This design comes from an exercise in tuning for small area, a short achievable clock period and few clock cycles per item on the open sky130 flow, not from production work. Only simulation tests tie the RTL to the original design; equivalence was not proved.

$ cat flow/run.sh
#!/bin/bash
# synth_recipe.tcl (not shown) runs the flow's synth.tcl, then flattens the netlist and writes it again
# the make line also repeats each setting of config.mk as NAME=value (left out here)
make -C /OpenROAD-flow-scripts/flow DESIGN_CONFIG=/design/flow/config.mk WORK_HOME=/design/flow/orfs CLKGATE_MAP_FILE= SYNTH_SCRIPT=/design/flow/synth_recipe.tcl finish
$ cat flow/config.mk
export PLATFORM = sky130hd
export DESIGN_NAME = whey_update
export DESIGN_NICKNAME = whey_update
export VERILOG_FILES = /design/flow/design.v
export SDC_FILE = /design/flow/constraint.sdc
export NUM_CORES = 4
export LEC_CHECK = 0
export CAP_MARGIN = 20
export CORE_MARGIN = 2
export CORE_UTILIZATION = 40
export SLEW_MARGIN = 20
$ cat flow/constraint.sdc
create_clock -name core_clock -period 75.0 [get_ports {clk}]
set_input_delay 15.0000 -clock core_clock [delete_from_list [all_inputs] [get_ports {clk}]]
set_output_delay 15.0000 -clock core_clock [all_outputs]
set_load 0.01 [all_outputs]
$ cat flow/design.v
module fp32_add (
    input  wire [31:0] a,
    input  wire [31:0] b,
    output reg  [31:0] r,
    output reg         nan_new,
    output reg         inf_new
);
    wire a_nan = (a[30:23] == 8'hFF) && (a[22:0] != 23'd0);
    wire b_nan = (b[30:23] == 8'hFF) && (b[22:0] != 23'd0);
    wire a_inf = (a[30:23] == 8'hFF) && (a[22:0] == 23'd0);
    wire b_inf = (b[30:23] == 8'hFF) && (b[22:0] == 23'd0);
    wire        swap = (b[30:0] > a[30:0]);
    wire [31:0] x    = swap ? b : a;
    wire [31:0] y    = swap ? a : b;
    wire [7:0]  ex   = (x[30:23] == 8'd0) ? 8'd1 : x[30:23];
    wire [7:0]  ey   = (y[30:23] == 8'd0) ? 8'd1 : y[30:23];
    wire [23:0] mx   = {x[30:23] != 8'd0, x[22:0]};
    wire [23:0] my   = {y[30:23] != 8'd0, y[22:0]};
    wire [7:0]  d    = ex - ey;
    wire        sub  = x[31] ^ y[31];
    wire [26:0] mx_g = {mx, 3'b000};
    wire [5:0]  dsh  = (d > 8'd27) ? 6'd27 : d[5:0];
    wire [53:0] y_wide = {my, 3'b000, 27'd0} >> dsh;
    wire [26:0] my_g = {y_wide[53:28], y_wide[27] | (y_wide[26:0] != 27'd0)};
    wire [27:0] sum = sub ? ({1'b0, mx_g} - {1'b0, my_g}) : ({1'b0, mx_g} + {1'b0, my_g});
    reg [27:0] m;
    reg [8:0]  e;
    reg [4:0]  lz;
    reg [8:0]  shl;
    integer i;
    always @(*) begin
        lz = 5'd27;
        shl = 9'd0;
        for (i = 0; i <= 26; i = i + 1)
            if (sum[i]) lz = 5'd26 - i[4:0];
        if (sum[27]) begin
            m = {1'b0, sum[27:2], sum[1] | sum[0]};
            e = {1'b0, ex} + 9'd1;
        end else begin
            shl = ({4'd0, lz} < ({1'b0, ex} - 9'd1)) ? {4'd0, lz} : ({1'b0, ex} - 9'd1);
            m = sum << shl;
            e = {1'b0, ex} - shl;
        end
    end
    wire        up    = m[2] && (m[1] || m[0] || m[3]);
    wire [8:0]  efld  = m[26] ? e : 9'd0;
    wire [31:0] code  = {efld[7:0], m[25:3]} + {31'd0, up};
    wire        ovf   = (code[30:23] == 8'hFF);
    always @(*) begin
        nan_new = 1'b0;
        inf_new = 1'b0;
        if (a_nan || b_nan) begin
            r = 32'h7FC0_0000;
        end else if (a_inf && b_inf && (a[31] != b[31])) begin
            r = 32'h7FC0_0000;
            nan_new = 1'b1;
        end else if (a_inf || b_inf) begin
            r = a_inf ? a : b;
        end else if (sum == 28'd0) begin
            r = {a[31] & b[31], 31'd0};
        end else if (ovf) begin
            r = {x[31], 8'hFF, 23'd0};
            inf_new = 1'b1;
        end else begin
            r = {x[31], code[30:0]};
        end
    end
endmodule
module bf16_rne (
    input  wire [31:0] x,
    output reg  [15:0] y,
    output reg         inf_new
);
    wire        is_nan = (x[30:23] == 8'hFF) && (x[22:0] != 23'd0);
    wire        is_inf = (x[30:23] == 8'hFF) && (x[22:0] == 23'd0);
    wire        up     = x[15] && ((x[14:0] != 15'd0) || x[16]);
    wire [15:0] code   = {1'b0, x[30:16]} + {15'd0, up};
    always @(*) begin
        inf_new = 1'b0;
        if (is_nan)
            y = 16'h7FC0;
        else if (is_inf)
            y = {x[31], 15'h7F80};
        else if (code >= 16'h7F80) begin
            y = {x[31], 15'h7F80};
            inf_new = 1'b1;
        end else
            y = {x[31], code[14:0]};
    end
endmodule
module whey_lane (
    input  wire [31:0] delta,
    input  wire [15:0] p,
    input  wire [15:0] w,
    output wire [15:0] p_new,
    output wire [15:0] w_new,
    output wire [3:0]  flags
);
    function automatic [31:0] widen(input [15:0] v);
        if ((v[14:7] == 8'hFF) && (v[6:0] != 7'd0))
            widen = 32'h7FC0_0000;
        else
            widen = {v, 16'd0};
    endfunction
    function automatic is_nan32(input [31:0] v);
        is_nan32 = (v[30:23] == 8'hFF) && (v[22:0] != 23'd0);
    endfunction
    wire [31:0] w32 = widen(w);
    wire [31:0] p32 = widen(p);
    wire [31:0] a;
    wire        a_nan_new, a_inf_new;
    fp32_add u_add_a (.a(delta), .b(w32), .r(a), .nan_new(a_nan_new), .inf_new(a_inf_new));
    wire [31:0] s;
    wire        s_nan_new, s_inf_new;
    fp32_add u_add_s (.a(p32), .b(a), .r(s), .nan_new(s_nan_new), .inf_new(s_inf_new));
    wire [15:0] p1;
    wire        p1_inf_new;
    bf16_rne u_round_p (.x(s), .y(p1), .inf_new(p1_inf_new));
    wire p1_finite = (p1[14:7] != 8'hFF);
    wire [31:0] p1_32 = widen(p1);
    wire [31:0] diff;
    wire        d_nan_new, d_inf_new;
    fp32_add u_sub (.a(s), .b({~p1_32[31], p1_32[30:0]}), .r(diff), .nan_new(d_nan_new), .inf_new(d_inf_new));
    wire [15:0] w1;
    wire        w1_inf_new;
    bf16_rne u_round_w (.x(diff), .y(w1), .inf_new(w1_inf_new));
    assign p_new = p1;
    assign w_new = p1_finite ? w1 : 16'h0000;
    assign flags[0] = a_nan_new | s_nan_new;
    assign flags[1] = a_inf_new | s_inf_new | p1_inf_new;
    assign flags[2] = 1'b0;
    assign flags[3] = is_nan32(delta) | is_nan32(p32) | is_nan32(w32);
endmodule
module whey_update (
    input  wire        clk,
    input  wire        rst,           
    input  wire        in_valid,
    output wire        in_ready,
    input  wire [63:0] in_delta,      
    input  wire [31:0] in_p,          
    input  wire [31:0] in_w,          
    output wire        out_valid,
    input  wire        out_ready,
    output wire [31:0] out_p,
    output wire [31:0] out_w,
    output wire [7:0]  out_flags      
);
    reg        valid_q;
    reg [31:0] p_q;
    reg [31:0] w_q;
    reg [7:0]  flags_q;
    wire [31:0] p_new;
    wire [31:0] w_new;
    wire [7:0]  flags_new;
    genvar i;
    generate
        for (i = 0; i < 2; i = i + 1) begin : g_lane
            whey_lane u_lane (
                .delta (in_delta[32*i +: 32]),
                .p     (in_p[16*i +: 16]),
                .w     (in_w[16*i +: 16]),
                .p_new (p_new[16*i +: 16]),
                .w_new (w_new[16*i +: 16]),
                .flags (flags_new[4*i +: 4])
            );
        end
    endgenerate
    assign in_ready  = !valid_q || out_ready;
    assign out_valid = valid_q;
    assign out_p     = p_q;
    assign out_w     = w_q;
    assign out_flags = flags_q;
    always @(posedge clk) begin
        if (rst) begin
            valid_q <= 1'b0;
        end else if (in_ready) begin
            valid_q <= in_valid;
            if (in_valid) begin
                p_q     <= p_new;
                w_q     <= w_new;
                flags_q <= flags_new;
            end
        end
    end
endmodule
==> summary.txt <==
==> cell usage in the layout (no fill, tap or decap), types with 40 or more instances in the layout <==
cell / n
nor4_1: 139
a21o_2: 40
a22oi_1: 84
a211oi_1: 185
or3_1: 90
a21o_1: 178
a21oi_1: 794
mux2i_1: 358
o211ai_1: 157
edfxtp_1: 70
a211o_1: 44
nor2b_1: 61
inv_1: 490
clkdlybuf4s50_1: 202
and3_1: 134
o21ai_0: 567
xor2_1: 129
ha_1: 478
xnor2_1: 305
nand3_1: 387
and2_1: 127
mux2_2: 139
nand2_1: 1010
o21ai_1: 68
o21bai_1: 88
a221oi_1: 47
o221ai_1: 40
a31oi_1: 158
or2_2: 71
nand2b_1: 100
nand4_1: 158
buf_4: 816
o2111ai_1: 47
nor3_1: 405
nor2_1: 1124
o21a_1: 73
o31ai_1: 87
o22ai_1: 125
==> critical path: cells and delay by family <==
family	cells	cell delay [ns]
buffers and inverters	24	4.36
AOI/OAI and AO/OA	72	20.14
xor gates and xnor gates	5	1.20
and+or+nand+nor	89	23.79
muxes	7	3.06
adders and majority gates	17	4.61
==> timing repair <==
action                     4_1_cts  5_1_grt
buffers inserted                 0       68
resized for setup                9      200
setup endpoints to repair       15       30
pin swaps                        1       29
cloned                           1        8
==> cell families (layout without fill, tap and decap cells) <==
logic type      after synthesis  in the layout  share of synthesized area
compound gates             3624           3629                      0.349
xor+xnor                    460            460                     0.0557
fa+ha+maj                   495            495                     0.0861
buf+inv                    1111           1560                     0.0955
flops                        71             71                     0.0291
mux                         549            549                     0.0819
other cells                   1             13                  0.0000515
simple gates               4345           4349                      0.302
==> layer usage <==
metal	global-route usage	share of wire	vias to the layer above
li1	-	-	41400
met1	0.424	0.39	42800
met2	0.584	0.46	5309
met3	0.0412	0.079	1168
met4	0.198	0.070	0
met5	0	0	-
==> path summary, 6_finish.rpt <==
path                            cells past startpoint  slack, ns  endpoint      from
worst max-delay path                              214       2.77   w_q[22]  in_w[29]
worst min-delay path                                3       0.65   valid_q   valid_q
worst max register to register                      4      72.80   p_q[16]   valid_q
worst min register to register                      3       0.65   valid_q   valid_q
==> final cells by class <==
type / instances / area [sq um] / area share
diodes: 11 / 27.5 / 0.000341
well taps: 2370 / 2970 / 0.0367
repair buffers: 1034 / 8430 / 0.104
clock buffers: 10 / 229 / 0.00284
multi-input cells: 9484 / 65000 / 0.805
clock inverters: 6 / 68.8 / 0.000852
flip-flops and latches: 71 / 2120 / 0.0263
inverters: 510 / 1930 / 0.0239
==> state kept, by name (all words and copies together), names as in the netlist <==
name	count
w_q	32
p_q	32
flags_q	6
valid_q	1
==> metrics by stage <==
stage                     TNS, ns  instances  hold slack [ns]  worst slack, ns
after floorplan                 0      10700            0.625             3.97
after global placement     -12.99      13400            0.635            -1.36
after detailed placement   -20.54      13400            0.641            -1.90
after CTS                       0      13400            0.655           0.0756
after global routing        -1.05      13500            0.666           -0.150
final                           0      13500            0.653             2.77
==> summary.txt <==
Status:
- The flow ran to the end and the layout has no timing, DRC or antenna violations.

Clock network:
- The tree built by TritonCTS fans out to 71 sinks.
- The clock tree root driver cell is clkbuf_16.
- TritonCTS built the clock tree.
- The depth of the CTS H-tree is 3.
- At the later pin of the worst-skew pair, clock insertion delay measures 0.45 ns.
- The longest clock path from root to sink contains 2 buffers.
- The CTS buffer count is 9.
- Clock-pin slew was measured on the worst setup and hold paths at 0.07 ns.
- The number of buffers added to fix hold violations after cts is 0.

STA:
- For the pin with the worst max-slew slack, the measured transition is 1.19 ns.
- The time the final worst path needs with I/O delays and setup is 72.23 ns.
- The final-report hold violation count was 0.
- The relative slew slack is 0.198.
- Across the routed clock network, the largest skew measured is 0.0357 ns.
- The final clock period utilization by the worst path is 0.963.
- Timing would allow up to 13.8 MHz.
- The number of setup violations in the final report is 0.
- The number of pins with negative max-slew slack in the final report is 0.

GRT:
- Across every metal layer, demand over resource in global routing totals 0.346.
- The maximum number of pins on one net before global-route repair is 69.
- The initial antenna violation count is 16.
- The wire length of the first global-routing pass is 515000 um.
- The via count of the first global-routing pass was 84900.
- The total overflow left after global routing is 0.

Worst setup path:
- STA puts the critical path data arrival time at 72.34 ns.
- The largest stage delay on the critical path is 0.85 ns.
- The worst setup path is launched from an input port.
- The type of the setup path with the least slack is input port to flip-flop.
- STA puts the critical path data required time at 75.11 ns.
- The most repeated library cell on the critical path is ha_1.
- The category of the worst setup path capture point is a flip-flop.
- The worst-path maximum fanout is 18.
- The master of the slowest instance on the critical path is mux2i_1.

Finish:
- The final non-filler cell area is 0.0807 sq mm.
- After filler insertion, the fill cell instance count of the layout stands at 18900.
- The growth of design area from synthesis to finish is 10.9%.
- In the final layout, the share of cells above drive strength 1 is 0.164.
- The net total in the final layout is 11700.
- The final standard cell utilization of the core is 0.447.

Place:
- Summing all placed instances gives a cell area of 0.0788 sq mm.
- The congestion estimate from routability-driven global placement came to 1.07.
- The quantity of I/O buffers inserted on ports is 203.
- The placed wire-length estimate is 279000 um.

Synthesis:
- The share of Yosys cell area claimed by the top area cell type is 0.0827.
- The commonest register cell after synthesis is edfxtp_1.
- The cell accounting for the most synthesized area is ha_1.
- The most common cell in the synthesized netlist is nor2_1.
- The sequential-to-total area share from yosys stat is 0.0291.
- The number of enable flip-flop cells after synthesis is 70.
- Counting distinct cell types in the post-synthesis netlist gives 189.
- The synthesized area per cell is 6.83 sq um.
- Ranked by total cell area, the synthesized netlist is headed by ha_1, nor2_1, a21oi_1.
- The synthesized area is 0.0728 sq mm.
- The post-synthesis sequential element count is 71.
- The number of warnings issued by yosys is 4.
- After synthesis, the most frequently instantiated cells are nor2_1, nand2_1, a21oi_1, o21ai_0, inv_1.
- The gate count after technology mapping is 10700.
- For this run, asynchronously set or reset flops after synthesis account for 0.

Routing:
- The routed wire length per instance is 25.4 um.
- The number of search-and-repair iterations in the first detailed-routing pass is 9.
- The initial DRC count is 11100.
- The final routed DRC violation total is 0.
- In the routed layout, each cell is associated on average with a via count of 6.72.
- The routed layout has 90600 vias.
- The wire length reported by the detailed router is 343000 um.
- The number of nets still failing antenna checks after routing is 0.

Die:
- The placeable core region is 0.181 sq mm.
- The y dimension of the die is 431 um.
- For this configuration, the core starts out at a cell density of 0.403.
- After floorplanning, the core was divided into 156 placement rows.
- The count of pins on the block boundary is 206.
- The die is 431 um wide.
- The full die area is 0.185 sq mm.

Hold path:
- The worst hold path belongs to the class flip-flop to flip-flop.

Run:
- The count of maximum capacitance violations is 0.
Testbench counts, summed over its fixed seeds: cycles 16,008, items 16,000.

==> re-timing with driven ports <==
No port has a modelled driver above. Below, the same layout with a new extraction and two added sets of constraints. Step 1, drivers: a clkbuf_16 drives clk and a buf_2 each remaining input, both assumed. Step 2 moves the port delays by t, midway between the first and last clock arrival at a register: inputs arrive t later, outputs are due t later. That takes back most of the time a late clock gives input paths. Slacks: no drivers / after step 1 / after step 2; pairs: no drivers / after step 1.
t (ns): 0.485
setup slack, ns: 2.768 / 2.655 / 2.170
latest minus earliest clock arrival (ns): 0.051 / 0.051
slew at the worst register clock pin (ns): 0.11 / 0.11
cell pins on the clock port's net: 1
After both steps setup and hold are still met in this run. The setup slack of this run moves by -0.113 ns with the drivers and by -0.598 ns with both steps.
